Background: an optimization exercise with open tools, aiming at small area and a short achievable clock period. Do not read the settings as production practice.
Only simulation tests tie the RTL to the original design; equivalence was not proved.

**flow/config.mk**
```make
export PLATFORM = sky130hd
export DESIGN_NAME = fp8_dot_acc
export DESIGN_NICKNAME = fp8_dot_acc
export VERILOG_FILES = /design/flow/design.v
export SDC_FILE = /design/flow/constraint.sdc
export NUM_CORES = 4
export LEC_CHECK = 0
export CAP_MARGIN = 20
export CORE_MARGIN = 2
export CORE_UTILIZATION = 40
export SETUP_SLACK_MARGIN = 5
export SLEW_MARGIN = 20
```
**flow/constraint.sdc**
```tcl
create_clock -name core_clock -period 150.0 [get_ports {clk}]
set_input_delay 30.0000 -clock core_clock [delete_from_list [all_inputs] [get_ports {clk}]]
set_output_delay 30.0000 -clock core_clock [all_outputs]
set_load 0.01 [all_outputs]
```
**flow/design.v**
```verilog
module fp8_mul (
    input  wire       fmt_a,       
    input  wire       fmt_b,
    input  wire [7:0] a,
    input  wire [7:0] b,
    output wire [8:0] v,           
    output wire [5:0] ep,
    output wire [6:0] t,
    output wire       nan,         
    output wire       pinf,        
    output wire       ninf,        
    output wire       infz         
);
    wire [3:0] sa, sb;
    wire [4:0] ua, ub;
    wire na, nb, ia, ib;
    fp8_decode u_da (.fmt(fmt_a), .x(a), .sig(sa), .ue(ua), .nan(na), .inf(ia));
    fp8_decode u_db (.fmt(fmt_b), .x(b), .sig(sb), .ue(ub), .nan(nb), .inf(ib));
    wire sign = a[7] ^ b[7];
    wire spec = na | nb | ia | ib;
    assign nan  = na | nb;
    wire za = (sa == 4'd0), zb = (sb == 4'd0);
    wire inf  = (ia | ib) & ~nan;
    assign infz = inf & ((za & ~ia) | (zb & ~ib));
    assign pinf = inf & ~infz & ~sign;
    assign ninf = inf & ~infz & sign;
    wire [7:0] p = spec ? 8'd0 : sa * sb;
    assign v  = sign ? (9'd0 - {1'b0, p}) : {1'b0, p};
    assign ep = {1'b0, ua} + {1'b0, ub};
    reg [2:0] msb;
    integer i;
    always @(*) begin
        msb = 3'd0;
        for (i = 0; i < 8; i = i + 1)
            if (p[i]) msb = i[2:0];
    end
    assign t = (p == 8'd0) ? 7'd0 : {1'b0, ep} + {4'd0, msb};
endmodule
module fp8_decode (
    input  wire       fmt,
    input  wire [7:0] x,
    output wire [3:0] sig,
    output wire [4:0] ue,
    output wire       nan,
    output wire       inf
);
    wire h4 = |x[6:3];
    wire h5 = |x[6:2];
    assign sig = fmt ? {h5, x[1:0], 1'b0} : {h4, x[2:0]};
    assign ue  = fmt ? (h5 ? x[6:2] : 5'd1) : {1'b0, h4 ? x[6:3] : 4'd1} + 5'd8;
    assign nan = fmt ? (&x[6:2] & |x[1:0]) : &x[6:0];
    assign inf = fmt & &x[6:2] & ~|x[1:0];
endmodule
module fp8_group_add #(
    parameter N = 16
) (
    input  wire           fmt_a,
    input  wire           fmt_b,
    input  wire [8*N-1:0] a,
    input  wire [8*N-1:0] b,
    output wire [45:0]    sum,       
    output wire [6:0]     emax,      
    output wire           g_nan,
    output wire           g_inf,
    output wire           g_neg,
    output wire           nan_in
);
    wire [9*N-1:0] v;
    wire [6*N-1:0] ep;
    wire [7*N-1:0] t;
    wire [N-1:0]   nan, pinf, ninf, infz;
    genvar j;
    generate
        for (j = 0; j < N; j = j + 1) begin : lane
            fp8_mul u_mul (
                .fmt_a(fmt_a), .fmt_b(fmt_b),
                .a(a[8*j +: 8]), .b(b[8*j +: 8]),
                .v(v[9*j +: 9]), .ep(ep[6*j +: 6]), .t(t[7*j +: 7]),
                .nan(nan[j]), .pinf(pinf[j]), .ninf(ninf[j]), .infz(infz[j])
            );
        end
    endgenerate
    assign nan_in = |nan;
    wire pos_inf = |pinf, neg_inf = |ninf;
    assign g_nan  = nan_in | (|infz) | (pos_inf & neg_inf);
    assign g_inf  = !g_nan & (pos_inf | neg_inf);
    assign g_neg  = neg_inf;
    function [6:0] max7(input [6:0] x, input [6:0] y);
        max7 = (x > y) ? x : y;
    endfunction
    wire [7*8-1:0] m1;
    wire [7*4-1:0] m2;
    wire [7*2-1:0] m3;
    generate
        for (j = 0; j < 8; j = j + 1) begin : mx1
            assign m1[7*j +: 7] = max7(t[14*j +: 7], t[14*j+7 +: 7]);
        end
        for (j = 0; j < 4; j = j + 1) begin : mx2
            assign m2[7*j +: 7] = max7(m1[14*j +: 7], m1[14*j+7 +: 7]);
        end
        for (j = 0; j < 2; j = j + 1) begin : mx3
            assign m3[7*j +: 7] = max7(m2[14*j +: 7], m2[14*j+7 +: 7]);
        end
    endgenerate
    assign emax = max7(m3[6:0], m3[13:7]);
    wire [46*N-1:0] rows;
    generate
        for (j = 0; j < N; j = j + 1) begin : al
            wire [6:0] d = emax - {1'b0, ep[6*j +: 6]};
            wire signed [48:0] x = {v[9*j +: 9], 40'd0};
            wire signed [48:0] y = x >>> d;
            assign rows[46*j +: 46] = {4'd0, ~y[41], y[40:0]};
        end
    endgenerate
    function [8:0] rca8(input [7:0] x, input [7:0] y, input ci);
        integer k; reg c;
        begin
            c = ci;
            for (k = 0; k < 8; k = k + 1) begin
                rca8[k] = x[k] ^ y[k] ^ c;
                c = (x[k] & y[k]) | (x[k] & c) | (y[k] & c);
            end
            rca8[8] = c;
        end
    endfunction
    function [9:0] rca9(input [8:0] x, input [8:0] y, input ci);
        integer k; reg c;
        begin
            c = ci;
            for (k = 0; k < 9; k = k + 1) begin
                rca9[k] = x[k] ^ y[k] ^ c;
                c = (x[k] & y[k]) | (x[k] & c) | (y[k] & c);
            end
            rca9[9] = c;
        end
    endfunction
    function [10:0] rca10(input [9:0] x, input [9:0] y, input ci);
        integer k; reg c;
        begin
            c = ci;
            for (k = 0; k < 10; k = k + 1) begin
                rca10[k] = x[k] ^ y[k] ^ c;
                c = (x[k] & y[k]) | (x[k] & c) | (y[k] & c);
            end
            rca10[10] = c;
        end
    endfunction
    function [11:0] rca11(input [10:0] x, input [10:0] y, input ci);
        integer k; reg c;
        begin
            c = ci;
            for (k = 0; k < 11; k = k + 1) begin
                rca11[k] = x[k] ^ y[k] ^ c;
                c = (x[k] & y[k]) | (x[k] & c) | (y[k] & c);
            end
            rca11[11] = c;
        end
    endfunction
    function [91:0] csa(input [45:0] x, input [45:0] y, input [45:0] z);
        csa = {((x & y) | (x & z) | (y & z)) << 1, x ^ y ^ z};
    endfunction
    wire [91:0] c0, c1, c2, c3, c4, c5, c6, c7, c8, c9, c10, c11, c12, c13;
    assign c0  = csa(rows[46*0 +: 46],  rows[46*1 +: 46],  rows[46*2 +: 46]);
    assign c1  = csa(rows[46*3 +: 46],  rows[46*4 +: 46],  rows[46*5 +: 46]);
    assign c2  = csa(rows[46*6 +: 46],  rows[46*7 +: 46],  rows[46*8 +: 46]);
    assign c3  = csa(rows[46*9 +: 46],  rows[46*10 +: 46], rows[46*11 +: 46]);
    assign c4  = csa(rows[46*12 +: 46], rows[46*13 +: 46], rows[46*14 +: 46]);
    assign c5  = csa(c0[45:0],  c0[91:46], c1[45:0]);
    assign c6  = csa(c1[91:46], c2[45:0],  c2[91:46]);
    assign c7  = csa(c3[45:0],  c3[91:46], c4[45:0]);
    assign c8  = csa(c5[45:0],  c5[91:46], c6[45:0]);
    assign c9  = csa(c6[91:46], c7[45:0],  c7[91:46]);
    assign c10 = csa(c8[45:0],  c8[91:46], c9[45:0]);
    assign c11 = csa(c9[91:46], c4[91:46], rows[46*15 +: 46]);
    assign c12 = csa(c10[45:0], c10[91:46], c11[45:0]);
    assign c13 = csa(c12[45:0], c12[91:46], c11[91:46]);
    wire [45:0] sx = c13[45:0], sy = c13[91:46];
    wire [45:0] s0;
    wire [8:0]  r0 = rca8(sx[7:0], sy[7:0], 1'b0);
    wire [8:0]  r1a = rca8(sx[15:8], sy[15:8], 1'b0), r1b = rca8(sx[15:8], sy[15:8], 1'b1);
    wire [9:0]  r2a = rca9(sx[24:16], sy[24:16], 1'b0), r2b = rca9(sx[24:16], sy[24:16], 1'b1);
    wire [10:0] r3a = rca10(sx[34:25], sy[34:25], 1'b0), r3b = rca10(sx[34:25], sy[34:25], 1'b1);
    wire [11:0] r4a = rca11(sx[45:35], sy[45:35], 1'b0), r4b = rca11(sx[45:35], sy[45:35], 1'b1);
    wire        k1 = r0[8];
    wire [8:0]  r1 = k1 ? r1b : r1a;
    wire        k2 = r1[8];
    wire [9:0]  r2 = k2 ? r2b : r2a;
    wire        k3 = r2[9];
    wire [10:0] r3 = k3 ? r3b : r3a;
    wire        k4 = r3[10];
    wire [11:0] r4 = k4 ? r4b : r4a;
    assign s0 = {r4[10:0], r3[9:0], r2[8:0], r1[7:0], r0[7:0]};
    assign sum = {~s0[45], s0[44:0]};
endmodule
module fp8_group_round (
    input  wire [45:0] sum,
    input  wire [6:0]  emax,
    output wire [31:0] g           
);
    wire        neg = sum[45];
    wire [45:0] x = sum ^ {46{neg}};
    wire [45:0] mag;
    wire [46:0] cy;
    assign cy[0] = neg;
    genvar j;
    generate
        for (j = 0; j < 46; j = j + 1) begin : inc
            assign mag[j]  = x[j] ^ cy[j];
            assign cy[j+1] = x[j] & cy[j];
        end
    endgenerate
    wire [44:0] n0 = mag[44:0];
    wire z5 = ~|n0[44:13];
    wire [44:0] n1 = z5 ? {n0[12:0], 32'd0} : n0;
    wire z4 = ~|n1[44:29];
    wire [44:0] n2 = z4 ? {n1[28:0], 16'd0} : n1;
    wire z3 = ~|n2[44:37];
    wire [44:0] n3 = z3 ? {n2[36:0], 8'd0} : n2;
    wire z2 = ~|n3[44:41];
    wire [44:0] n4 = z2 ? {n3[40:0], 4'd0} : n3;
    wire z1 = ~|n4[44:43];
    wire [44:0] n5 = z1 ? {n4[42:0], 2'd0} : n4;
    wire z0 = ~n5[44];
    wire [44:0] n6 = z0 ? {n5[43:0], 1'd0} : n5;
    wire [5:0] lz = {z5, z4, z3, z2, z1, z0};
    wire [7:0] e = {1'b0, emax} + 8'd95 - {2'd0, lz};
    wire guard = n6[20];
    wire stick = |n6[19:0];
    wire up = guard & (stick | n6[21]);
    wire [30:0] enc = {e, n6[43:21]};
    wire [30:0] r;
    wire [31:0] rc;
    assign rc[0] = up;
    generate
        for (j = 0; j < 31; j = j + 1) begin : rnd
            assign r[j]    = enc[j] ^ rc[j];
            assign rc[j+1] = enc[j] & rc[j];
        end
    endgenerate
    assign g = n6[44] ? {neg, r} : 32'd0;
endmodule
module fp32_add (
    input  wire [31:0] x,
    input  wire [31:0] y,
    input  wire        y_nan,
    input  wire        y_inf,
    output wire [31:0] s
);
    wire       sx = x[31], sy = y[31];
    wire [7:0] ex = x[30:23], ey = y[30:23];
    wire [22:0] fx = x[22:0], fy = y[22:0];
    wire x_spec = (ex == 8'hFF);
    wire x_nan = x_spec && (fx != 0);
    wire x_inf = x_spec && (fx == 0);
    wire [7:0] ggt, geq;
    genvar j;
    generate
        for (j = 0; j < 8; j = j + 1) begin : cmp
            wire [3:0] xa = (j == 7) ? {1'b0, x[30:28]} : x[4*j +: 4];
            wire [3:0] ya = (j == 7) ? {1'b0, y[30:28]} : y[4*j +: 4];
            assign ggt[j] = xa > ya;
            assign geq[j] = xa == ya;
        end
    endgenerate
    reg x_big;
    integer q;
    always @(*) begin
        x_big = 1'b1;
        for (q = 0; q < 8; q = q + 1)
            x_big = ggt[q] | (geq[q] & x_big);
    end
    wire        sb = x_big ? sx : sy;
    wire        ss = x_big ? sy : sx;
    wire [7:0]  eb = x_big ? ex : ey;
    wire [7:0]  es = x_big ? ey : ex;
    wire [22:0] fb = x_big ? fx : fy;
    wire [22:0] fs = x_big ? fy : fx;
    wire [23:0] mb = {eb != 8'd0, fb};
    wire [23:0] ms = {es != 8'd0, fs};
    wire [7:0]  diff = eb - es;
    wire [25:0] a0 = {ms, 2'd0};
    wire [25:0] a1 = diff[0] ? {1'd0,  a0[25:1]}  : a0;
    wire        t1 = diff[0] & a0[0];
    wire [25:0] a2 = diff[1] ? {2'd0,  a1[25:2]}  : a1;
    wire        t2 = t1 | (diff[1] & |a1[1:0]);
    wire [25:0] a3 = diff[2] ? {4'd0,  a2[25:4]}  : a2;
    wire        t3 = t2 | (diff[2] & |a2[3:0]);
    wire [25:0] a4 = diff[3] ? {8'd0,  a3[25:8]}  : a3;
    wire        t4 = t3 | (diff[3] & |a3[7:0]);
    wire [25:0] a5 = diff[4] ? {16'd0, a4[25:16]} : a4;
    wire        t5 = t4 | (diff[4] & |a4[15:0]);
    wire        far = |diff[7:5];
    wire [26:0] sm = far ? {26'd0, |ms} : {a5, t5};
    wire [26:0] big = {mb, 3'd0};
    wire        sub = sb ^ ss;
    wire [26:0] smx = sm ^ {27{sub}};
    wire [27:0] m;
    wire [27:0] cy;
    assign cy[0] = sub;
    generate
        for (j = 0; j < 27; j = j + 1) begin : ad
            assign m[j]    = big[j] ^ smx[j] ^ cy[j];
            assign cy[j+1] = (big[j] & smx[j]) | (big[j] & cy[j]) | (smx[j] & cy[j]);
        end
    endgenerate
    assign m[27] = cy[27] ^ sub;
    wire z4 = ~|m[27:12];
    wire [27:0] n1 = z4 ? {m[11:0], 16'd0} : m;
    wire z3 = ~|n1[27:20];
    wire [27:0] n2 = z3 ? {n1[19:0], 8'd0} : n1;
    wire z2 = ~|n2[27:24];
    wire [27:0] n3 = z2 ? {n2[23:0], 4'd0} : n2;
    wire z1 = ~|n3[27:26];
    wire [27:0] n4 = z1 ? {n3[25:0], 2'd0} : n3;
    wire z0 = ~n4[27];
    wire [27:0] n5 = z0 ? {n4[26:0], 1'd0} : n4;
    wire [4:0] lz = {z4, z3, z2, z1, z0};
    wire zero = ~n5[27];
    wire [8:0] e = {1'b0, eb} + 9'd1 - {4'd0, lz};
    wire guard = n5[3];
    wire stick = |n5[2:0];
    wire up = guard & (stick | n5[4]);
    wire [31:0] enc = {e, n5[26:4]};
    wire [7:0] bp, cb;
    wire [31:0] r;
    generate
        for (j = 0; j < 8; j = j + 1) begin : rnd
            assign bp[j] = &enc[4*j +: 4];
            if (j == 0) begin : c0
                assign cb[j] = up;
            end else begin : cn
                assign cb[j] = cb[j-1] & bp[j-1];
            end
            assign r[4*j]   = enc[4*j]   ^ cb[j];
            assign r[4*j+1] = enc[4*j+1] ^ (cb[j] & enc[4*j]);
            assign r[4*j+2] = enc[4*j+2] ^ (cb[j] & &enc[4*j +: 2]);
            assign r[4*j+3] = enc[4*j+3] ^ (cb[j] & &enc[4*j +: 3]);
        end
    endgenerate
    wire ovf = (r[31:23] >= 9'd255);
    assign s = (x_nan || y_nan || (x_inf && y_inf && (sx != sy))) ? 32'h7FC0_0000 :
               x_inf ? x :
               y_inf ? {sy, 31'h7F80_0000} :
               zero  ? {sx & sy, 31'd0} :
               ovf   ? {sb, 31'h7F80_0000} :
               {sb, r[30:0]};
endmodule
module fp8_dot_acc (
    input  wire         clk,
    input  wire         rst,           
    input  wire         in_valid,
    input  wire         in_fmt_a,      
    input  wire         in_fmt_b,
    input  wire         in_accumulate,
    input  wire [127:0] in_a,
    input  wire [127:0] in_b,
    output reg          out_valid,
    output reg  [31:0]  out_acc,
    output reg          out_nan_in,
    output reg          out_acc_inf
);
    localparam N = 16;
    reg         v0, fa0, fb0, ac0;
    reg [127:0] a0, b0;
    always @(posedge clk) begin
        v0  <= in_valid & ~rst;
        fa0 <= in_fmt_a;
        fb0 <= in_fmt_b;
        ac0 <= in_accumulate;
        a0  <= in_a;
        b0  <= in_b;
    end
    wire [45:0] sum;
    wire [6:0]  emax;
    wire        g_nan, g_inf, g_neg, nan_in;
    fp8_group_add #(.N(N)) u_gadd (
        .fmt_a(fa0), .fmt_b(fb0), .a(a0), .b(b0),
        .sum(sum), .emax(emax), .g_nan(g_nan), .g_inf(g_inf), .g_neg(g_neg), .nan_in(nan_in)
    );
    reg         v1, ac1, gn1, gi1, gs1, ni1;
    reg [45:0]  sum1;
    reg [6:0]   emax1;
    always @(posedge clk) begin
        v1    <= v0 & ~rst;
        ac1   <= ac0;
        gn1   <= g_nan;
        gi1   <= g_inf;
        gs1   <= g_neg;
        ni1   <= nan_in;
        sum1  <= sum;
        emax1 <= emax;
    end
    wire [31:0] g;
    fp8_group_round u_grnd (.sum(sum1), .emax(emax1), .g(g));
    reg         v2, ac2, gn2, gi2, ni2;
    reg [31:0]  g2;
    always @(posedge clk) begin
        v2  <= v1 & ~rst;
        ac2 <= ac1;
        gn2 <= gn1;
        gi2 <= gi1;
        ni2 <= ni1;
        g2  <= gi1 ? {gs1, 31'd0} : g;
    end
    reg az;
    wire [31:0] acc_next;
    fp32_add u_add (.x((ac2 & ~az) ? out_acc : 32'd0), .y(g2), .y_nan(gn2), .y_inf(gi2), .s(acc_next));
    always @(posedge clk) begin
        out_valid <= v2 & ~rst;
        az        <= rst | (az & ~v2);
        if (v2) out_acc <= acc_next;
        out_nan_in  <= ni2;
        out_acc_inf <= (acc_next[30:0] == 31'h7F80_0000);
    end
endmodule
```
**flow/run.sh**
```bash
#!/bin/bash
# synth_recipe.tcl (not shown) runs the flow's synth.tcl, then flattens the netlist and writes it again
# the make line also repeats each setting of config.mk as NAME=value (left out here)
make -C /OpenROAD-flow-scripts/flow DESIGN_CONFIG=/design/flow/config.mk WORK_HOME=/design/flow/orfs CLKGATE_MAP_FILE= SYNTH_SCRIPT=/design/flow/synth_recipe.tcl finish
```
==> results of run 1 <==
==> flip-flops by register name (all words and copies together), names as in the netlist, 7 cells and up <==
| signal | count |
|---|---|
| emax1 | 7 |
| a0 | 128 |
| g2 | 32 |
| b0 | 128 |
| out_acc | 32 |
| sum1 | 46 |
==> synthesized netlist by cell type (all sizes together), types with 91 or more instances <==
library cell	instances	area, um^2
a21oi	1040	5209
nor2	1033	3880
inv	1014	3809
nand2	828	3108
ha	734	9184
fa	726	14530
o21ai	718	3605
mux2i	477	4775
clkbuf	370	1389
dfxtp	360	7207
xnor2	314	2750
xor2	241	2111
a21o	206	1546
nor3	192	960.9
a31oi	161	1007
nand3	161	805.8
mux2	133	1505
and2	109	683.2
o31ai	97	728.2
or2	93	581.8
o22ai	91	569.3
==> per-stage QoR <==
step	util	instances
CTS	0.4409	13130
global route	0.4412	13130
floorplan	-	10340
global placement	0.4334	13050
finish	0.4412	13140
detailed placement	0.4334	13050
==> per-layer routing <==
metal	wire [um]	track usage
met1	130600	0.3901
met2	150400	0.5160
met3	27630	0.05488
met4	16450	0.1399
met5	27	0
==> cell families (layout without fill, tap and decap cells) <==
| kind of cell | count (synthesis) | in the layout | share of synthesized area |
|---|---|---|---|
| compound gates | 2963 | 2963 | 0.2251 |
| xor+xnor | 557 | 557 | 0.06098 |
| fa+ha+maj | 1469 | 1469 | 0.2958 |
| buf+inv | 1440 | 1572 | 0.06757 |
| flops | 392 | 392 | 0.1015 |
| mux | 638 | 638 | 0.08587 |
| other cells | 0 | 8 | 0 |
| simple gates | 2885 | 2885 | 0.1632 |
==> path summary, 6_finish.rpt <==
check / end / depth (start not counted) / from / slack, ns
worst max-delay path: out_acc[5] / 1 / out_acc[5] / 118.29
worst min-delay path: ac2 / 0 / ac1 / 0.33
worst max register to register: sum1[44] / 91 / fa0 / 122.60
worst min register to register: ac2 / 0 / ac1 / 0.33
==> final cells by class <==
cell class,count,area (um^2),area share
antenna,8,20.02,0.0002270
clock inverter,21,226.5,0.002568
tap,2656,3323,0.03768
timing repair buffer,474,4312,0.04889
multi-input combinational,8512,67040,0.7602
sequential,392,8177,0.09272
inverter,1018,3824,0.04336
clock buffer,59,1270,0.01440
==> out/qor.csv, run 1 <==
stage;metric;value;unit
clocking;H-tree depth reported by CTS;2;
logic_synthesis;Synthesis Warnings;4;
timing;hold slack;0.3257;ns
grt;antenna violations before repair;15;
finish;commonest cells after routing, fill and taps aside;a21oi_1 (1034), nor2_1 (1030), inv_1 (1008);
die;Die Ht;452.6;um
die;Core Rows;164;
die;die width;452.6;um
finish;Nets;12170;
grt;global-route wire length before repair;482500;um
timing;Pins Over Slew Limit;0;
drt;DRT antenna net count;0;
die;Die ar.;204800;um^2
drt;total length of routed wires;325100;um
finish;Fillers;20050;
drt;via count;78980;
timing;RSZ-0062 raised after global routing;no;
setup_path;CP delay by family, top;buffers and inverters;
grt;largest net degree at the start of global routing;89;
setup_path;WS Path Type;flip-flop to output pin;
logic_synthesis;Syn Area/Cell;7.780;um^2
finish;commonest non-fill, non-tap cell in the layout;a21oi_1;
clocking;clk sinks;392;
setup_path;Bufs and invs on worst path;1;
clocking;cts bufs inserted;45;
clocking;Bufs on Longest Clock Path;3;
setup_path;CP max-delay cell;clkdlybuf4s50_1;
setup_path;Max Fanout on Critical Path;3;
timing;max_slew headroom;0.1414;
logic_synthesis;count of cell types in the netlist;104;
grt;GRT overflow;0;
logic_synthesis;Main synth FF type;dfxtp_1;
timing;Achievable Freq;31.53;MHz
logic_synthesis;EDFF count, synth;32;
clocking;CTS tree;done;
timing;Final setup viols;0;
die;Initial Util;0.4027;
timing;setup ws final;118.29;ns
drt;DRT Pass-1 Iters;8;
logic_synthesis;Post-synth ARST share;0;
clocking;Post-CTS Resized;0;
clocking;# hold bufs at CTS;0;
finish;fin area;88190;um^2
status;status;timing/DRC/antenna clean;
logic_synthesis;total of flip-flops plus latches after synthesis;392;
logic_synthesis;sequential area share after synthesis;0.1015;
setup_path;Worst path max stage delay;0.61;ns
clocking;Clock Pin Slew Worst Setup and Hold Paths;0.06;ns
setup_path;WP data required;120.00;ns
job;max cap viols;0;
clocking;worst-skew pair later-pin latency;0.69;ns
drt;DRT iter0 DRCs;8300;
place;DP Area;86630;um^2
drt;# DRC;0;
drt;routed len/inst;24.74;um
die;Core Box Area;199900;um^2
place;Final GP Congestion;1.077;
place;post-place setup slack;118.96;ns
die;IO Count;297;
logic_synthesis;Post-Syn Nets;12070;
min_path;HP Class;flip-flop to flip-flop;
setup_path;CP cell instances;clkdlybuf4s50_1;
place;PortBufs;296;
grt;overall routing resource usage;0.3100;
setup_path;Startpoint Class;flip-flop;
setup_path;CP endpoint kind;output pin;
finish;Layout area overhead;9.579;%
timing;fin crit period;31.71;ns
place;HPWL after detailed placement;278800;um
clocking;root buffer cell;clkbuf_16;
timing;final setup skew;0.03974;ns
clocking;# Post-CTS Setup Buffers;0;
timing;fin crit share;0.2114;
logic_synthesis;Synth Instances;10340;
timing;Tightest Pin Transition;1.274;ns
logic_synthesis;Syn Std Cell Area;80480;um^2
grt;vias in the first global route;77330;
finish;layout cells sized above 1;0.05937;
setup_path;CP arrival;1.71;ns
timing;Fin. Hold Viols;0;
timing;setup_tns;0;ns
drt;via/cell ratio;6.011;
==> run 2: changes to the inputs <==
--- a/flow/design.v
+++ b/flow/design.v
@@ -25,7 +25,12 @@
     assign pinf = inf & ~infz & ~sign;
     assign ninf = inf & ~infz & sign;
-    wire [7:0] p = spec ? 8'd0 : sa * sb;
-    assign v  = sign ? (9'd0 - {1'b0, p}) : {1'b0, p};
-    assign ep = {1'b0, ua} + {1'b0, ub};
+    wire [3:0] pa = spec ? 4'd0 : sa;
+    wire [3:0] r0 = pa & {4{sb[0]}}, r1 = pa & {4{sb[1]}}, r2 = pa & {4{sb[2]}}, r3 = pa & {4{sb[3]}};
+    wire [4:0] q1 = add4(r0[3:1], r1);
+    wire [4:0] q2 = add4(q1[4:1], r2);
+    wire [4:0] q3 = add4(q2[4:1], r3);
+    wire [7:0] p = {q3, q2[0], q1[0], r0[0]};
+    assign v  = (({1'b0, p}) ^ {9{sign}}) + {8'd0, sign};
+    assign ep = add5(ua, ub);
     reg [2:0] msb;
     integer i;
@@ -35,5 +40,38 @@
             if (p[i]) msb = i[2:0];
     end
-    assign t = (p == 8'd0) ? 7'd0 : {1'b0, ep} + {4'd0, msb};
+    wire [6:0] tt = add7({1'b0, ep}, {4'd0, msb});
+    assign t = (p == 8'd0) ? 7'd0 : tt;
+    function [4:0] add4(input [3:0] x, input [3:0] y);
+        integer k; reg c;
+        begin
+            c = 1'b0;
+            for (k = 0; k < 4; k = k + 1) begin
+                add4[k] = x[k] ^ y[k] ^ c;
+                c = (x[k] & y[k]) | (x[k] & c) | (y[k] & c);
+            end
+            add4[4] = c;
+        end
+    endfunction
+    function [5:0] add5(input [4:0] x, input [4:0] y);
+        integer k; reg c;
+        begin
+            c = 1'b0;
+            for (k = 0; k < 5; k = k + 1) begin
+                add5[k] = x[k] ^ y[k] ^ c;
+                c = (x[k] & y[k]) | (x[k] & c) | (y[k] & c);
+            end
+            add5[5] = c;
+        end
+    endfunction
+    function [6:0] add7(input [6:0] x, input [6:0] y);
+        integer k; reg c;
+        begin
+            c = 1'b0;
+            for (k = 0; k < 7; k = k + 1) begin
+                add7[k] = x[k] ^ y[k] ^ c;
+                c = (x[k] & y[k]) | (x[k] & c) | (y[k] & c);
+            end
+        end
+    endfunction
 endmodule
 module fp8_decode (
@@ -86,6 +124,25 @@
     assign g_inf  = !g_nan & (pos_inf | neg_inf);
     assign g_neg  = neg_inf;
+    function [6:0] sub7(input [6:0] x, input [6:0] y);
+        integer k; reg c;
+        begin
+            c = 1'b1;
+            for (k = 0; k < 7; k = k + 1) begin
+                sub7[k] = x[k] ^ ~y[k] ^ c;
+                c = (x[k] & ~y[k]) | (x[k] & c) | (~y[k] & c);
+            end
+        end
+    endfunction
+    function ge7(input [6:0] x, input [6:0] y);
+        integer k; reg c;
+        begin
+            c = 1'b1;
+            for (k = 0; k < 7; k = k + 1)
+                c = (x[k] & ~y[k]) | (x[k] & c) | (~y[k] & c);
+            ge7 = c;
+        end
+    endfunction
     function [6:0] max7(input [6:0] x, input [6:0] y);
-        max7 = (x > y) ? x : y;
+        max7 = ge7(x, y) ? x : y;
     endfunction
     wire [7*8-1:0] m1;
@@ -107,7 +164,19 @@
     generate
         for (j = 0; j < N; j = j + 1) begin : al
-            wire [6:0] d = emax - {1'b0, ep[6*j +: 6]};
-            wire signed [48:0] x = {v[9*j +: 9], 40'd0};
-            wire signed [48:0] y = x >>> d;
+            wire [6:0] d = sub7(emax, {1'b0, ep[6*j +: 6]});
+            wire [8:0] vj = v[9*j +: 9];
+            wire signed [15:0] w0 = {vj, 7'd0};
+            wire signed [15:0] w = w0 >>> d[2:0];
+            wire [3:0] q = d[6:3];
+            wire [41:0] y;
+            genvar k;
+            for (k = 0; k < 42; k = k + 1) begin : bit_
+                localparam integer QA = (k >= 33) ? 0 : (33 - k + 7) / 8;    
+                localparam integer MA = k - 33 + 8 * QA;
+                wire ta = (q == QA) ? w[MA] : 1'b0;
+                wire tb = (MA + 8 <= 15 && q == QA + 1) ? w[(MA + 8 <= 15) ? MA + 8 : 0] : 1'b0;
+                wire ts = (q > QA + ((MA + 8 <= 15) ? 1 : 0)) ? w[15] : 1'b0;
+                assign y[k] = ta | tb | ts;
+            end
             assign rows[46*j +: 46] = {4'd0, ~y[41], y[40:0]};
         end
@@ -397,9 +466,9 @@
     always @(posedge clk) begin
         v2  <= v1 & ~rst;
-        ac2 <= ac1;
-        gn2 <= gn1;
-        gi2 <= gi1;
+        ac2 <= ac1 | ~v1;
+        gn2 <= gn1 & v1;
+        gi2 <= gi1 & v1;
         ni2 <= ni1;
-        g2  <= gi1 ? {gs1, 31'd0} : g;
+        g2  <= (gi1 | ~v1) ? {gs1 & v1, 31'd0} : g;
     end
     reg az;
@@ -407,7 +476,7 @@
     fp32_add u_add (.x((ac2 & ~az) ? out_acc : 32'd0), .y(g2), .y_nan(gn2), .y_inf(gi2), .s(acc_next));
     always @(posedge clk) begin
-        out_valid <= v2 & ~rst;
-        az        <= rst | (az & ~v2);
-        if (v2) out_acc <= acc_next;
+        out_valid   <= v2 & ~rst;
+        az          <= rst | (az & ~v2);
+        out_acc     <= acc_next;
         out_nan_in  <= ni2;
         out_acc_inf <= (acc_next[30:0] == 31'h7F80_0000);
==> out/qor.csv, run 2 <==
stage;metric;value;unit
status;status;timing/DRC/antenna clean;
setup_path;CP Launch Point;out_acc[16];
logic_synthesis;Area contributors post-synth;fa_1 (25%), dfxtp_1 (11%), ha_1 (6.4%), mux2i_1 (5.6%), inv_1 (5.2%);
logic_synthesis;Synthesis Warnings;4;
logic_synthesis;Post-synth ARST share;0;
clocking;clk sinks;392;
drt;DRT Pass-1 Iters;7;
die;Initial Util;0.4023;
timing;Fin. Hold Viols;0;
die;Die Ht;433.1;um
setup_path;RR Endpoint;sum1[45];
clocking;Bufs on Longest Clock Path;3;
logic_synthesis;Syn Area/Cell;7.997;um^2
clocking;Clock Pin Slew Worst Setup and Hold Paths;0.06;ns
logic_synthesis;top-count cell post-synth;inv_1;
logic_synthesis;sequential area share after synthesis;0.1065;
logic_synthesis;Synth Instances;9211;
clocking;CTS tree;done;
timing;fin crit share;0.2107;
place;PortBufs;296;
logic_synthesis;share of the synthesized area in the top cell type;0.2495;
drt;routed len/inst;27.14;um
timing;final setup skew;0.06478;ns
drt;# DRC;0;
job;max cap viols;0;
timing;setup_tns;0;ns
drt;via count;69380;
grt;GRT overflow;0;
logic_synthesis;total of flip-flops plus latches after synthesis;392;
finish;layout cells sized above 1;0.06256;
clocking;# Post-CTS Setup Buffers;0;
logic_synthesis;biggest area consumer among synthesized cells;fa_1;
setup_path;Levels on crit path;1;
die;die width;433.1;um
place;Final GP Congestion;1.078;
setup_path;CP endpoint kind;output pin;
clocking;Post-CTS Resized;0;
drt;total length of routed wires;319800;um
logic_synthesis;Syn Std Cell Area;73660;um^2
grt;global-route wire length before repair;458300;um
timing;Achievable Freq;31.64;MHz
drt;DRT iter0 DRCs;7855;
grt;overall routing resource usage;0.3337;
clocking;# hold bufs at CTS;0;
logic_synthesis;Main synth FF type;dfxtp_1;
setup_path;reg-to-reg slack, setup;120.59;ns
drt;DRT antenna net count;0;
grt;antenna violations before repair;15;
finish;Finished Core Util;0.4414;
finish;Nets;10840;
setup_path;WS Path Type;flip-flop to output pin;
grt;vias in the first global route;66220;
finish;Fillers;18460;
finish;Layout area overhead;9.716;%
setup_path;CP cell instances;clkdlybuf4s50_1;
min_path;HP Class;flip-flop to flip-flop;
die;IO Count;297;
setup_path;Worst path max stage delay;0.58;ns
die;Core Box Area;183100;um^2
place;HPWL after detailed placement;277000;um
setup_path;CP arrival;1.61;ns
setup_path;WP data required;120.00;ns
timing;Pins Over Slew Limit;0;
finish;top flop regs;a0 x128, b0 x128, sum1 x46;
logic_synthesis;Post-Syn Nets;10770;
setup_path;Bufs and invs on worst path;1;
finish;commonest cells after routing, fill and taps aside;inv_1 (1028), nor2_1 (936), nand2_1 (927);
timing;max_slew headroom;0.2252;
timing;Final setup viols;0;
die;Core Rows;157;
setup_path;beginning of the worst register-to-register path;fb0;
die;Die ar.;187600;um^2
clocking;H-tree depth reported by CTS;2;
logic_synthesis;count of cell types in the netlist;134;
setup_path;r2r worst-path depth;97;
setup_path;CP max-delay cell;clkdlybuf4s50_1;
logic_synthesis;EDFF count, synth;0;
clocking;worst-skew pair later-pin latency;0.69;ns
grt;largest net degree at the start of global routing;96;
clocking;cts bufs inserted;44;
logic_synthesis;list of most frequent post-synthesis cells;inv_1 (1028), nor2_1 (936), nand2_1 (927), fa_1 (918), a21oi_1 (657);
finish;commonest non-fill, non-tap cell in the layout;inv_1;
setup_path;Critical Path Sink;out_acc[16];
setup_path;CP delay by family, top;buffers and inverters;
clocking;root buffer cell;clkbuf_16;
timing;fin crit period;31.61;ns
setup_path;Startpoint Class;flip-flop;
timing;RSZ-0062 raised after global routing;no;
timing;Tightest Pin Transition;1.152;ns
setup_path;Max Fanout on Critical Path;3;
drt;via/cell ratio;5.888;
run 2: cell count changes after synthesis, moves of 65 or more:
cell      change
nor2_1       -96
a221o_1      +66
a31oi_1      -67
xor2_1      -118
mux2i_1      -68
o21bai_1     -65
xnor2_1     -102
ha_1        -360
fa_1        +192
a21oi_1     -382
nand2_1      +99
a21o_1      -146
o21ai_0     -213
o31ai_1      -75
run 2: kinds of logic after synthesis:
group           after synthesis  share of synthesized area
simple gates               2992                     0.1911
compound gates             2135                     0.1866
buf+inv                    1450                    0.07522
fa+ha+maj                  1312                     0.3158
mux                         594                    0.08446
flops                       392                     0.1065
xor+xnor                    336                    0.04021
run 2: metrics by stage:
stage                     std cells  cell area, um^2  setup slack (ns)  hold WS (ns)
after floorplan                9211            73660            119.61        0.3096
after global placement        11700            79270            119.07        0.3221
after detailed placement      11700            79270            119.07        0.3150
after CTS                     11780            80780            118.35        0.3354
after global routing          11780            80810            118.34        0.3422
final                         11780            80820            118.39        0.3299
run 2: final cells by class:
type / count / area [um^2] / area share
Antenna cell: 1 / 2.502 / 0.00003096
Clock buffer: 52 / 1181 / 0.01461
Clock inverter: 27 / 327.8 / 0.004056
Inverter: 1053 / 3953 / 0.04891
Multi-Input combinational cell: 7369 / 60460 / 0.7481
Sequential cell: 392 / 7856 / 0.09721
Tap cell: 2464 / 3083 / 0.03815
Timing Repair Buffer: 426 / 3955 / 0.04894
run 2: worst min path at each step:
stage | cells past startpoint | startpoint | end
after floorplan | 0 | ac0 | ac1
after global placement | 0 | ni1 | ni2
after detailed placement | 0 | ni2 | out_nan_in
after CTS | 0 | ni2 | out_nan_in
after global routing | 0 | ni2 | out_nan_in
final | 0 | ni2 | out_nan_in
run 2: layer usage:
layer	wire length (um)	global-route usage	part of all wire	vias up
li1	-	-	-	31820
met1	136100	0.4504	0.43	34070
met2	141000	0.5218	0.44	2983
met3	23330	0.04695	0.073	489
met4	19170	0.1667	0.060	20
met5	135	0	0.00042	-
==> run 3: changes to the inputs <==
==> flow/flow/run.sh (new file) <==
#!/bin/bash
# Layout flow: the standard layout (standard.sh, the standard synthesis
# unchanged), with two changes to how the layout is made:
#  - the port buffers are sky130_fd_sc_hd__buf_2 cells (buffer_ports'
#    own choice is a slow delay cell);
#  - timing repair aims at a setup slack of $MARGIN ns, so that it sizes
#    the cells on the paths from the inputs and to the outputs.
# The clock period and the constraints are the standard flow's. Every tool's output
# goes to the ORFS logs under orfs/logs and to flow_make.log here.
set -euo pipefail
MARGIN=${MARGIN:-119}
export BUFFER_PORTS_ARGS="-buffer_cell sky130_fd_sc_hd__buf_2"
sed -e "s/SETUP_SLACK_MARGIN=[0-9.]*//" \
    -e "s/\"\${@:-finish}\"/SETUP_SLACK_MARGIN=$MARGIN \"\${@:-finish}\"/" \
    standard.sh > flow_standard.sh
bash flow_standard.sh > flow_make.log 2>&1
==> flow/standard.sh (new file) <==
#!/bin/bash
# synth_recipe.tcl (not shown) runs the flow's synth.tcl, then flattens the netlist and writes it again
# the make line also repeats each setting of config.mk as NAME=value (left out here)
make -C /OpenROAD-flow-scripts/flow DESIGN_CONFIG=/design/flow/config.mk WORK_HOME=/design/flow/orfs CLKGATE_MAP_FILE= SYNTH_SCRIPT=/design/flow/synth_recipe.tcl "${@:-finish}"
removed: flow/run.sh
==> out/qor.csv, run 3 <==
stage;metric;value;unit
clocking;clk sinks;392;
finish;post-route insts no fill;11790;
finish;commonest non-fill, non-tap cell in the layout;inv_1;
drt;routed len/inst;25.12;um
logic_synthesis;Main synth FF type;dfxtp_1;
drt;DRT Pass-1 Iters;7;
grt;GRT overflow;0;
setup_path;reg-to-reg slack, setup;120.54;ns
clocking;Bufs on Longest Clock Path;3;
clocking;root buffer cell;clkbuf_16;
setup_path;Max Fanout on Critical Path;2;
timing;fin crit share;0.2074;
timing;fin crit period;31.11;ns
clocking;Clock Pin Slew Worst Setup and Hold Paths;0.06;ns
die;Core Box Area;183100;um^2
finish;Fillers;18510;
min_path;HP Class;flip-flop to flip-flop;
logic_synthesis;Syn Std Cell Area;73660;um^2
finish;top flop regs;a0 x128, b0 x128, sum1 x46;
logic_synthesis;biggest area consumer among synthesized cells;fa_1;
clocking;CTS tree;done;
setup_path;Startpoint Class;flip-flop;
setup_path;RR Endpoint;sum1[45];
die;Die ar.;187600;um^2
grt;antenna violations before repair;7;
logic_synthesis;sequential area share after synthesis;0.1065;
drt;via/cell ratio;5.903;
place;PortBufs;296;
setup_path;WS Path Type;flip-flop to output pin;
status;status;timing/DRC/antenna clean;
min_path;hold path startpoint;ni1;
die;die width;433.1;um
timing;Achievable Freq;32.14;MHz
logic_synthesis;Synthesis Warnings;4;
setup_path;Bufs and invs on worst path;1;
grt;overall routing resource usage;0.3086;
job;max cap viols;0;
timing;Tightest Pin Transition;1.211;ns
timing;Pins Over Slew Limit;0;
timing;setup_tns;0;ns
timing;setup ws final;118.89;ns
logic_synthesis;Post-synth ARST share;0;
grt;global-route wire length before repair;430600;um
setup_path;CP endpoint kind;output pin;
timing;final setup skew;0.02592;ns
drt;# DRC;0;
clocking;H-tree depth reported by CTS;2;
logic_synthesis;top-count cell post-synth;inv_1;
place;Placed Cells;11680;
logic_synthesis;count of cell types in the netlist;134;
die;IO Count;297;
setup_path;CP max-delay cell;dfxtp_2;
min_path;WHS Path Cells;0;
timing;Final setup viols;0;
drt;via count;69590;
timing;RSZ-0062 raised after global routing;yes;
grt;vias in the first global route;65930;
grt;largest net degree at the start of global routing;60;
clocking;worst-skew pair later-pin latency;0.66;ns
logic_synthesis;Syn Area/Cell;7.997;um^2
finish;Layout area overhead;7.980;%
setup_path;CP cell instances;buf_6;
finish;Nets;10840;
clocking;cts bufs inserted;43;
timing;max_slew headroom;0.1844;
finish;Finished Core Util;0.4344;
setup_path;r2r worst-path depth;94;
logic_synthesis;EDFF count, synth;0;
finish;layout cells sized above 1;0.09742;
die;Initial Util;0.4023;
timing;Fin. Hold Viols;0;
setup_path;beginning of the worst register-to-register path;fa0;
min_path;Worst Hold Path EP;ni2;
die;Die Ht;433.1;um
drt;total length of routed wires;296200;um
die;Core Rows;157;
finish;area occupied by registers;7898;um^2
setup_path;Worst path max stage delay;0.35;ns
logic_synthesis;Post-Syn Nets;10770;
finish;area of the multi-input gates;60450;um^2
setup_path;WP data required;120.00;ns
logic_synthesis;share of the synthesized area in the top cell type;0.2495;
logic_synthesis;Synth Instances;9211;
place;HPWL after detailed placement;254800;um
place;post-place setup slack;119.46;ns
finish;commonest cells after routing, fill and taps aside;inv_1 (1028), nor2_1 (936), nand2_1 (927);
logic_synthesis;total of flip-flops plus latches after synthesis;392;
place;Final GP Congestion;1.153;
logic_synthesis;list of most frequent post-synthesis cells;inv_1 (1028), nor2_1 (936), nand2_1 (927), fa_1 (918), a21oi_1 (657);
place;DP Area;77590;um^2
setup_path;CP arrival;1.11;ns
setup_path;CP delay by family, top;flip-flops;
finish;fin area;79540;um^2
logic_synthesis;Area contributors post-synth;fa_1 (25%), dfxtp_1 (11%), ha_1 (6.4%), mux2i_1 (5.6%), inv_1 (5.2%);
clocking;# hold bufs at CTS;0;
drt;DRT antenna net count;0;
drt;DRT iter0 DRCs;7907;
==> run 3: final cells by class <==
cell class / count / share of cell area
timing repair buffer: 427 / 0.03359
inverter: 1053 / 0.04969
tap: 2464 / 0.03876
clock buffer: 57 / 0.01509
clock inverter: 22 / 0.003366
sequential: 392 / 0.09929
multi-input combinational: 7369 / 0.7600
antenna: 6 / 0.0001888
==> run 3: worst register-to-register path: cells and delay by family, from the launching register on <==
| kind | cells | cell delay [ns] |
|---|---|---|
| buffers and inverters | 12 | 2.07 |
| and+or+nand+nor | 16 | 3.21 |
| xor gates and xnor gates | 1 | 0.14 |
| adders and majority gates | 31 | 12.56 |
| muxes | 6 | 2.60 |
| AOI/OAI and AO/OA | 28 | 8.08 |
| DFF | 1 | 0.75 |
==> run 3: cell families after synthesis <==
kind of cell	Yosys count	synth area share
compound gates	2135	0.1866
xor+xnor	336	0.04021
fa+ha+maj	1312	0.3158
buf+inv	1450	0.07522
flops	392	0.1065
mux	594	0.08446
simple gates	2992	0.1911
==> run 3: how the worst max path moves through the flow <==
stage,from,cells after the start,endpoint
final,out_acc[6],1,out_acc[6]
after CTS,out_acc[6],1,out_acc[6]
after detailed placement,out_acc[28],1,out_acc[28]
after global placement,out_acc[28],1,out_acc[28]
after floorplan,out_acc[28],0,out_acc[28]
after global routing,out_acc[6],1,out_acc[6]
==> run 3: repair_timing <==
| action | 4_1_cts | 5_1_grt |
|---|---|---|
| resized for setup | 63 | 3 |
| pin swaps | 0 | 0 |
| buffers inserted | 19 | 8 |
| endpoints found under the setup margin | 35 | 36 |
==> run 3: per-stage QoR <==
| stage | hold slack [ns] |
|---|---|
| after floorplan | 0.3096 |
| after CTS | 0.3352 |
| after detailed placement | 0.3247 |
| after global routing | 0.3389 |
| after global placement | 0.3205 |
| final | 0.3291 |
==> run 3: metal layers <==
layer / GRT usage / share of wire / vias up / wire (um)
met5: 0 / 0.00016 / - / 47
met4: 0.1790 / 0.069 / 6 / 20380
met3: 0.06321 / 0.090 / 627 / 26800
met2: 0.4738 / 0.43 / 3427 / 127700
met1: 0.4019 / 0.41 / 33710 / 121200
li1: - / - / 31830 / -
==> run 4: changes to the inputs <==
==> flow/flow/run.sh (replaced) <==
#!/bin/bash
# Own layout flow. It is the standard layout (standard.sh) with these
# changes to how the layout is made; the clock period and constraints are
# the standard flow's:
#  1. Synthesis: the standard synthesis script with Yosys's "synth -noabc",
#     so that the early ABC pass of synth's fine step does not restructure
#     the adders before extract_fa; otherwise ABC's XNOR/inverted-majority
#     choices leave an inverter on most full-adder pins. The standard
#     synthesis is run too, and its register instance names are given to
#     this netlist's registers (fixregs.py; the registers, their count and
#     cell types are the same). If they do not pair up, the standard netlist
#     is used.
#  2. The port buffers are sky130_fd_sc_hd__buf_2 cells (buffer_ports' own
#     choice is a slow clkdlybuf4s50 delay cell).
# Logs: flow_*.log here, and ORFS's own logs under orfs/logs.
set -euo pipefail
W=$PWD
F=$W/flow
MARGIN=${MARGIN:-5}
RES=$W/orfs/results/$FLOW_PLATFORM/fp8_dot_acc/base
export BUFFER_PORTS_ARGS="-buffer_cell sky130_fd_sc_hd__buf_2"

# standard.sh with this flow's setup slack margin
sed -e "s/SETUP_SLACK_MARGIN=[0-9.]*//" \
    -e "s/\"\${@:-finish}\"/SETUP_SLACK_MARGIN=$MARGIN \"\${@:-finish}\"/" \
    standard.sh > flow_standard.sh

# 1. the standard synthesis (reference register names)
bash flow_standard.sh synth > flow_synth_standard.log 2>&1
cp "$RES/1_2_yosys.v" flow_standard_netlist.v

# the same synthesis without the early ABC pass, in its own work folder
sed -e 's/yosys synth -nofsm -noshare /yosys synth -nofsm -noshare -noabc /' synth_recipe.tcl > flow_synth_noabc.tcl
grep -q -- '-noabc' flow_synth_noabc.tcl
sed -e "s#WORK_HOME=[^ ]*#WORK_HOME=$W/orfs_noabc#" \
    -e "s#SYNTH_SCRIPT=[^ ]*#SYNTH_SCRIPT=$W/flow_synth_noabc.tcl#" \
    -e '/^if \[\[/,$d' flow_standard.sh > flow_noabc.sh
NOABC=$W/orfs_noabc/results/$FLOW_PLATFORM/fp8_dot_acc/base/1_2_yosys.v
if bash flow_noabc.sh synth > flow_synth_noabc.log 2>&1 &&
   python3 "$F/fixregs.py" flow_standard_netlist.v "$NOABC" flow_noabc_netlist.v > flow_fixregs.log 2>&1; then
    cp flow_noabc_netlist.v "$RES/1_2_yosys.v"
    echo "using the -noabc netlist" >> flow_fixregs.log
else
    echo "using the standard netlist" >> flow_fixregs.log
fi

# 2. the rest of the standard flow (1_synth.odb is rebuilt from 1_2_yosys.v)
bash flow_standard.sh > flow_layout.log 2>&1
==> flow/flow/fixregs.py (new file) <==
#!/usr/bin/env python3
"""fixregs.py REF NEW OUT: give NEW's flip-flops the instance names REF's have.

REF and NEW are Yosys netlists of the same RTL. Yosys names a register
instance after its RTL name and the flip-flop type it had when it was named
(for example \\out_acc[31]$_SDFF_PN0_); the type part can differ between two
syntheses. Every register must appear once in each, with the same cell type;
then OUT is NEW with each register instance renamed to REF's name. Exits 1,
writing nothing, if the registers do not pair up."""
import re
import sys

FF = re.compile(r'^(\s*)(sky130_fd_sc_hd__(?:e?dfx\w*|df\w*|sdf\w*|dl\w*))\s+(\S+)\s*\(', re.M)


def regs(text):
    out = {}
    for m in FF.finditer(text):
        typ, name = m.group(2), m.group(3)
        base = name.split('$', 1)[0]
        if base in out:
            sys.exit(f'two registers named {base}')
        out[base] = (name, typ)
    return out


ref_text = open(sys.argv[1]).read()
new_text = open(sys.argv[2]).read()
ref, new = regs(ref_text), regs(new_text)
if set(ref) != set(new):
    sys.exit(f'register sets differ: {sorted(set(ref) ^ set(new))[:10]}')
renames = {}
for base, (rname, rtyp) in ref.items():
    nname, ntyp = new[base]
    if rtyp != ntyp:
        sys.exit(f'{base}: cell {ntyp}, standard synthesis has {rtyp}')
    if nname != rname:
        renames[nname] = rname


def sub(m):
    name = m.group(3)
    if name in renames:
        return f'{m.group(1)}{m.group(2)} {renames[name]} ('
    return m.group(0)


out = FF.sub(sub, new_text)
check = regs(out)
assert all(check[b][0] == ref[b][0] for b in ref)
open(sys.argv[3], 'w').write(out)
print(f'{len(ref)} registers, {len(renames)} renamed: {renames}')
--- a/flow/config.mk
+++ b/flow/config.mk
@@ -6,7 +6,8 @@
 export NUM_CORES = 4
 export LEC_CHECK = 0
+export ABC_AREA = 1
 export CAP_MARGIN = 20
 export CORE_MARGIN = 2
-export CORE_UTILIZATION = 40
+export CORE_UTILIZATION = 55
 export SETUP_SLACK_MARGIN = 5
 export SLEW_MARGIN = 20
==> out/qor.csv, run 4 <==
stage;metric;value;unit
clocking;root buffer cell;clkbuf_16;
die;Core Box Area;127500;um^2
logic_synthesis;Post-Syn Nets;11800;
setup_path;Max Fanout on Critical Path;3;
timing;Pins Over Slew Limit;0;
clocking;# hold bufs at CTS;0;
setup_path;CP delay by family, top;flip-flops;
timing;Tightest Pin Transition;1.212;ns
finish;commonest non-fill, non-tap cell in the layout;nand2_1;
setup_path;Bufs and invs on worst path;1;
setup_path;CP Launch Point;out_acc[23];
clocking;Post-CTS Resized;0;
grt;antenna violations before repair;4;
setup_path;WP data required;120.00;ns
timing;Fin. Hold Viols;0;
clocking;Bufs on Longest Clock Path;3;
clocking;cts bufs inserted;42;
die;IO Count;297;
job;max cap viols;0;
finish;top flop regs;a0 x128, b0 x128, sum1 x46;
timing;fin crit share;0.2074;
setup_path;Worst path max stage delay;0.35;ns
drt;DRT Pass-1 Iters;7;
finish;Finished Core Util;0.5927;
drt;via count;71620;
grt;vias in the first global route;65880;
setup_path;beginning of the worst register-to-register path;fb0;
clocking;worst-skew pair later-pin latency;0.65;ns
timing;final setup skew;0.04755;ns
status;status;timing/DRC/antenna clean;
place;Placed Cells;12000;
setup_path;Startpoint Class;flip-flop;
place;PortBufs;296;
drt;routed len/inst;22.65;um
grt;met3 Track Usage GR;0.1001;
clocking;H-tree depth reported by CTS;2;
finish;post-route insts no fill;12080;
drt;via/cell ratio;5.927;
timing;fin crit period;31.11;ns
grt;overall routing resource usage;0.4085;
setup_path;CP endpoint kind;output pin;
place;HPWL after detailed placement;234600;um
grt;largest net degree at the start of global routing;116;
grt;Global Route met2 Usage;0.5817;
setup_path;WS Path Type;flip-flop to output pin;
logic_synthesis;Synthesis Warnings;4;
logic_synthesis;Synth Instances;10200;
timing;Achievable Freq;32.14;MHz
drt;DRT antenna net count;0;
finish;Layout area overhead;7.007;%
min_path;hold path startpoint;ac0;
clocking;# Post-CTS Setup Buffers;0;
clocking;Clock Pin Slew Worst Setup and Hold Paths;0.06;ns
die;Core Rows;131;
finish;Fillers;11970;
setup_path;CP arrival;1.11;ns
drt;DRT iter0 DRCs;8649;
timing;setup_tns;0;ns
grt;global-route wire length before repair;404200;um
logic_synthesis;Syn Std Cell Area;70640;um^2
die;Initial Util;0.5539;
min_path;HP Class;flip-flop to flip-flop;
clocking;clk sinks;392;
grt;busiest grt layer;met2;
drt;# DRC;0;
die;Die ar.;131300;um^2
logic_synthesis;Syn Area/Cell;6.926;um^2
setup_path;CP max-delay cell;dfxtp_1;
clocking;CTS tree;done;
finish;commonest cells after routing, fill and taps aside;nand2_1 (3187), inv_1 (1043), fa_1 (919);
grt;GRT met1 Usage;0.5797;
timing;RSZ-0062 raised after global routing;no;
timing;max_slew headroom;0.1855;
die;die width;362.4;um
setup_path;CP cell instances;buf_2;
place;Final GP Congestion;1.132;
timing;hold slack;0.3257;ns
finish;layout cells sized above 1;0.06268;
die;Die Ht;362.4;um
drt;total length of routed wires;273700;um
timing;Final setup viols;0;
finish;Nets;11990;
grt;GRT overflow;0;
## run 4: cell type report
cell class / count / area (um^2) / share of cell area
Sequential cell: 392 / 7856 / 0.1039
Multi-Input combinational cell: 8408 / 57440 / 0.7600
Timing Repair Buffer: 451 / 2645 / 0.03499
Antenna cell: 3 / 7.507 / 0.00009932
Tap cell: 1662 / 2079 / 0.02751
Clock buffer: 59 / 1186 / 0.01569
Inverter: 1089 / 4090 / 0.05411
Clock inverter: 19 / 277.8 / 0.003675
## run 4: per-layer routing
layer,share of wire,vias up
met5,0.000029,-
met1,0.42,33460
met4,0.057,2
met2,0.40,4152
li1,-,33390
met3,0.12,611
## run 4: path summary, 6_finish.rpt
check | slack (ns) | cells past startpoint | to
worst max-delay path | 118.89 | 1 | out_acc[23]
worst min-delay path | 0.33 | 0 | ac1
worst max register to register | 121.53 | 126 | sum1[44]
worst min register to register | 0.33 | 0 | ac1
## run 4: metrics by stage
step                      instance area, um^2  setup WS (ns)
final                                   75590         118.89
after global routing                    75580         118.83
after CTS                               75570         118.86
after detailed placement                74110         119.53
after global placement                  74110         119.54
after floorplan                         70640         119.64
==> run 5: changes to the inputs <==
--- a/flow/config.mk
+++ b/flow/config.mk
@@ -10,4 +10,6 @@
 export CORE_MARGIN = 2
 export CORE_UTILIZATION = 55
+export CTS_CLUSTER_DIAMETER = 150
+export CTS_CLUSTER_SIZE = 30
 export SETUP_SLACK_MARGIN = 5
 export SLEW_MARGIN = 20
==> out/qor.csv, run 5 <==
stage;metric;value;unit
status;status;timing/DRC/antenna clean;
drt;DRT antenna net count;0;
drt;routed len/inst;22.70;um
clocking;Clock Pin Slew Worst Setup and Hold Paths;0.11;ns
finish;fin area;74720;um^2
clocking;H-tree depth reported by CTS;1;
die;Die ar.;131300;um^2
timing;final setup skew;0.05372;ns
drt;DRT iter0 DRCs;9060;
setup_path;CP max-delay cell;dfxtp_1;
clocking;# hold bufs at CTS;0;
setup_path;CP arrival;1.16;ns
finish;Nets;11970;
setup_path;Levels on crit path;1;
clocking;root buffer cell;clkbuf_16;
setup_path;WP data required;120.00;ns
setup_path;CP cell instances;buf_2;
setup_path;CP Launch Point;out_acc[23];
timing;fin crit share;0.2077;
clocking;Post-CTS Resized;0;
grt;largest net degree at the start of global routing;116;
min_path;hold path startpoint;ac0;
logic_synthesis;Synth Instances;10200;
setup_path;beginning of the worst register-to-register path;fb0;
setup_path;CP delay by family, top;flip-flops;
setup_path;Critical Path Sink;out_acc[23];
logic_synthesis;Syn Std Cell Area;70640;um^2
die;IO Count;297;
grt;overall routing resource usage;0.4068;
drt;# DRC;0;
finish;top flop regs;a0 x128, b0 x128, sum1 x46;
timing;max_slew headroom;0.1953;
grt;vias in the first global route;65440;
die;Initial Util;0.5539;
finish;Fillers;12090;
clocking;clk sinks;392;
grt;global-route wire length before repair;402900;um
timing;RSZ-0062 raised after global routing;no;
drt;DRT Pass-1 Iters;7;
timing;Achievable Freq;32.09;MHz
setup_path;Max Fanout on Critical Path;3;
drt;via count;71410;
die;Core Box Area;127500;um^2
timing;Pins Over Slew Limit;0;
logic_synthesis;Syn Area/Cell;6.926;um^2
place;PortBufs;296;
setup_path;Worst path max stage delay;0.37;ns
logic_synthesis;Post-Syn Nets;11800;
timing;Fin. Hold Viols;0;
setup_path;Startpoint Class;flip-flop;
timing;setup_tns;0;ns
clocking;Bufs on Longest Clock Path;3;
grt;GRT overflow;0;
place;DP Area;74110;um^2
setup_path;RR Endpoint;sum1[44];
finish;commonest cells after routing, fill and taps aside;nand2_1 (3187), inv_1 (1043), fa_1 (919);
timing;hold slack;0.3483;ns
setup_path;reg-to-reg slack, setup;121.52;ns
job;max cap viols;0;
finish;commonest non-fill, non-tap cell in the layout;nand2_1;
setup_path;r2r worst-path depth;126;
timing;Tightest Pin Transition;1.198;ns
setup_path;WS Path Type;flip-flop to output pin;
grt;antenna violations before repair;4;
setup_path;Bufs and invs on worst path;1;
timing;Final setup viols;0;
clocking;cts bufs inserted;19;
clocking;CTS tree;done;
finish;Layout area overhead;5.780;%
timing;fin crit period;31.16;ns
drt;via/cell ratio;5.935;
finish;layout cells sized above 1;0.05893;
logic_synthesis;Synthesis Warnings;4;
drt;total length of routed wires;273100;um
place;Final GP Congestion;1.132;
place;HPWL after detailed placement;234600;um
min_path;HP Class;flip-flop to flip-flop;
die;Core Rows;131;
clocking;# Post-CTS Setup Buffers;0;
setup_path;CP endpoint kind;output pin;
clocking;worst-skew pair later-pin latency;0.65;ns
die;Die Ht;362.4;um
die;die width;362.4;um
run 5: metrics by stage:
step,util,setup slack (ns),cells
finish,0.5859,118.84,12030
global route,0.5859,118.78,12030
CTS,0.5858,118.82,12030
detailed placement,0.5812,119.53,12000
global placement,0.5812,119.54,12000
floorplan,-,119.64,10200
run 5: layer usage:
layer	wire length, um	track usage
met4	14920	0.1815
met5	22	0
met3	32590	0.09513
met1	115500	0.5812
met2	110000	0.5829
run 5: how the worst min path moves through the flow:
stage,to,slack [ns],depth (start not counted)
floorplan,ac1,0.31,0
global placement,ni2,0.33,0
detailed placement,ni2,0.32,0
CTS,ac1,0.35,0
global route,ac1,0.36,0
finish,ac1,0.35,0
run 5: area by class of cell:
class	instances	area, um^2	area share
clock buffer	21	483.0	0.006464
clock inverter	6	105.1	0.001407
tap	1662	2079	0.02783
antenna	1	2.502	0.00003349
inverter	1089	4090	0.05474
multi-input combinational	8408	57440	0.7688
timing repair buffer	452	2660	0.03560
sequential	392	7856	0.1051
==> run 6: changes to the inputs <==
--- a/flow/config.mk
+++ b/flow/config.mk
@@ -6,10 +6,7 @@
 export NUM_CORES = 4
 export LEC_CHECK = 0
-export ABC_AREA = 1
 export CAP_MARGIN = 20
 export CORE_MARGIN = 2
-export CORE_UTILIZATION = 55
-export CTS_CLUSTER_DIAMETER = 150
-export CTS_CLUSTER_SIZE = 30
+export CORE_UTILIZATION = 40
 export SETUP_SLACK_MARGIN = 5
 export SLEW_MARGIN = 20
==> out/qor.csv, run 6 <==
stage;metric;value;unit
setup_path;Max Fanout on Critical Path;3;
drt;DRT antenna net count;0;
timing;Fin. Hold Viols;0;
timing;Achievable Freq;32.09;MHz
place;HPWL after detailed placement;248600;um
die;die width;426.8;um
die;Core Rows;155;
place;Placed Cells;11040;
drt;# DRC;0;
setup_path;CP max-delay cell;dfxtp_1;
logic_synthesis;Syn Area/Cell;8.262;um^2
clocking;CTS tree;done;
drt;DRT Pass-1 Iters;7;
grt;antenna violations before repair;3;
job;max cap viols;0;
setup_path;beginning of the worst register-to-register path;fb0;
timing;fin crit share;0.2078;
min_path;Worst Hold Path EP;ni2;
finish;post-route insts no fill;11110;
clocking;Post-CTS Resized;0;
timing;Final setup viols;0;
timing;max_slew headroom;0.1941;
finish;Layout area overhead;7.937;%
setup_path;Worst path max stage delay;0.36;ns
place;Final GP Congestion;1.076;
die;Core Box Area;178000;um^2
grt;global-route wire length before repair;418100;um
setup_path;CP arrival;1.17;ns
die;Initial Util;0.4015;
grt;vias in the first global route;63580;
setup_path;reg-to-reg slack, setup;120.28;ns
drt;DRT iter0 DRCs;7733;
finish;fin area;77160;um^2
clocking;Bufs on Longest Clock Path;3;
place;DP Area;75630;um^2
clocking;# hold bufs at CTS;0;
timing;hold slack;0.3495;ns
setup_path;CP delay by family, top;flip-flops;
setup_path;Bufs and invs on worst path;1;
clocking;Clock Pin Slew Worst Setup and Hold Paths;0.06;ns
drt;via/cell ratio;6.046;
clocking;clk sinks;392;
drt;total length of routed wires;288200;um
clocking;# Post-CTS Setup Buffers;0;
finish;commonest cells after routing, fill and taps aside;nand2_1 (1057), fa_1 (919), nor2_1 (865);
finish;layout cells sized above 1;0.09151;
setup_path;Startpoint Class;flip-flop;
min_path;hold path startpoint;ni1;
die;IO Count;297;
min_path;HP Class;flip-flop to flip-flop;
min_path;WHS Path Cells;0;
clocking;cts bufs inserted;42;
setup_path;RR Endpoint;sum1[44];
clocking;worst-skew pair later-pin latency;0.66;ns
clocking;root buffer cell;clkbuf_16;
die;Die ar.;182100;um^2
finish;commonest non-fill, non-tap cell in the layout;nand2_1;
drt;routed len/inst;25.94;um
logic_synthesis;Post-Syn Nets;10260;
logic_synthesis;Synthesis Warnings;4;
status;status;timing/DRC/antenna clean;
timing;Pins Over Slew Limit;0;
finish;Nets;10330;
setup_path;r2r worst-path depth;90;
grt;GRT overflow;0;
timing;fin crit period;31.17;ns
timing;final setup skew;0.05369;ns
setup_path;CP endpoint kind;output pin;
timing;RSZ-0062 raised after global routing;no;
drt;via count;67190;
grt;overall routing resource usage;0.3077;
timing;Tightest Pin Transition;1.178;ns
timing;setup_tns;0;ns
setup_path;CP cell instances;buf_2;
finish;top flop regs;a0 x128, b0 x128, sum1 x46;
grt;largest net degree at the start of global routing;101;
die;Die Ht;426.8;um
logic_synthesis;Synth Instances;8653;
logic_synthesis;Syn Std Cell Area;71490;um^2
setup_path;WP data required;120.00;ns
place;PortBufs;296;
setup_path;WS Path Type;flip-flop to output pin;
clocking;H-tree depth reported by CTS;2;
run 6: layout make-up:
cell class              count  area [um^2]
diodes                      4        10.01
clock inverters            19        310.3
inverters                 378         1419
fillers                 17840       100900
repair buffers            451         2658
multi-input cells        7459        60750
flip-flops and latches    392         7856
clock buffers              54         1207
well taps                2355         2947
run 6: how the worst max path moves through the flow:
stage | start | end | slack, ns | cells after the start
3_3_place_gp | out_acc[28] | out_acc[28] | 119.52 | 1
3_5_place_dp | out_acc[27] | out_acc[27] | 119.52 | 1
6_report | out_acc[27] | out_acc[27] | 118.84 | 1
5_1_grt | fb0 | sum1[44] | 118.70 | 90
4_1_cts | out_acc[27] | out_acc[27] | 118.79 | 1
2_1_floorplan | out_acc[24] | out_acc[24] | 119.64 | 0
run 6: metal layers:
metal | wire, um | GRT usage | vias up
li1 | - | - | 30850
met1 | 124600 | 0.4273 | 32600
met2 | 122400 | 0.4591 | 3191
met3 | 24620 | 0.05595 | 536
met4 | 16530 | 0.1496 | 4
met5 | 31 | 0 | -
run 6: per-stage QoR:
stage | setup WS, ns | utilization
floorplan | 119.64 | -
global placement | 119.52 | 0.4248
detailed placement | 119.52 | 0.4248
CTS | 118.79 | 0.4334
global route | 118.70 | 0.4334
finish | 118.84 | 0.4334

[what the ideal ports hide]
The results above use ideal ports. As a check the final layouts listed here were re-extracted and re-timed, cells and wires unchanged.
Step 1 sets driving cells, clkbuf_16 on the clock port and buf_2 on the other inputs (assumed; they add their load-dependent delay and slew).
Step 2 times the ports against the registers' clock, not the clock port: input delays grow and output delays shrink by t, the midpoint of the rising clock arrivals with the driver on.
Three values: no drivers, after step 1, after step 2; two values: the first two.
| run | t, ns | slack for setup (ns) | slew at the worst register clock pin (ns) |
|---|---|---|---|
| run 1 | 0.758 | 118.288 / 118.198 / 118.956 | 0.09 / 0.09 |
| run 2 | 0.746 | 118.394 / 118.305 / 119.051 | 0.06 / 0.06 |
| run 3 | 0.746 | 118.889 / 118.795 / 119.540 | 0.06 / 0.06 |
| run 4 | 0.704 | 118.885 / 118.808 / 119.512 | 0.10 / 0.10 |
| run 5 | 0.700 | 118.841 / 118.763 / 119.463 | 0.12 / 0.12 |
| run 6 | 0.719 | 118.835 / 118.753 / 119.472 | 0.07 / 0.07 |
After both steps setup and hold are still met in every run listed.
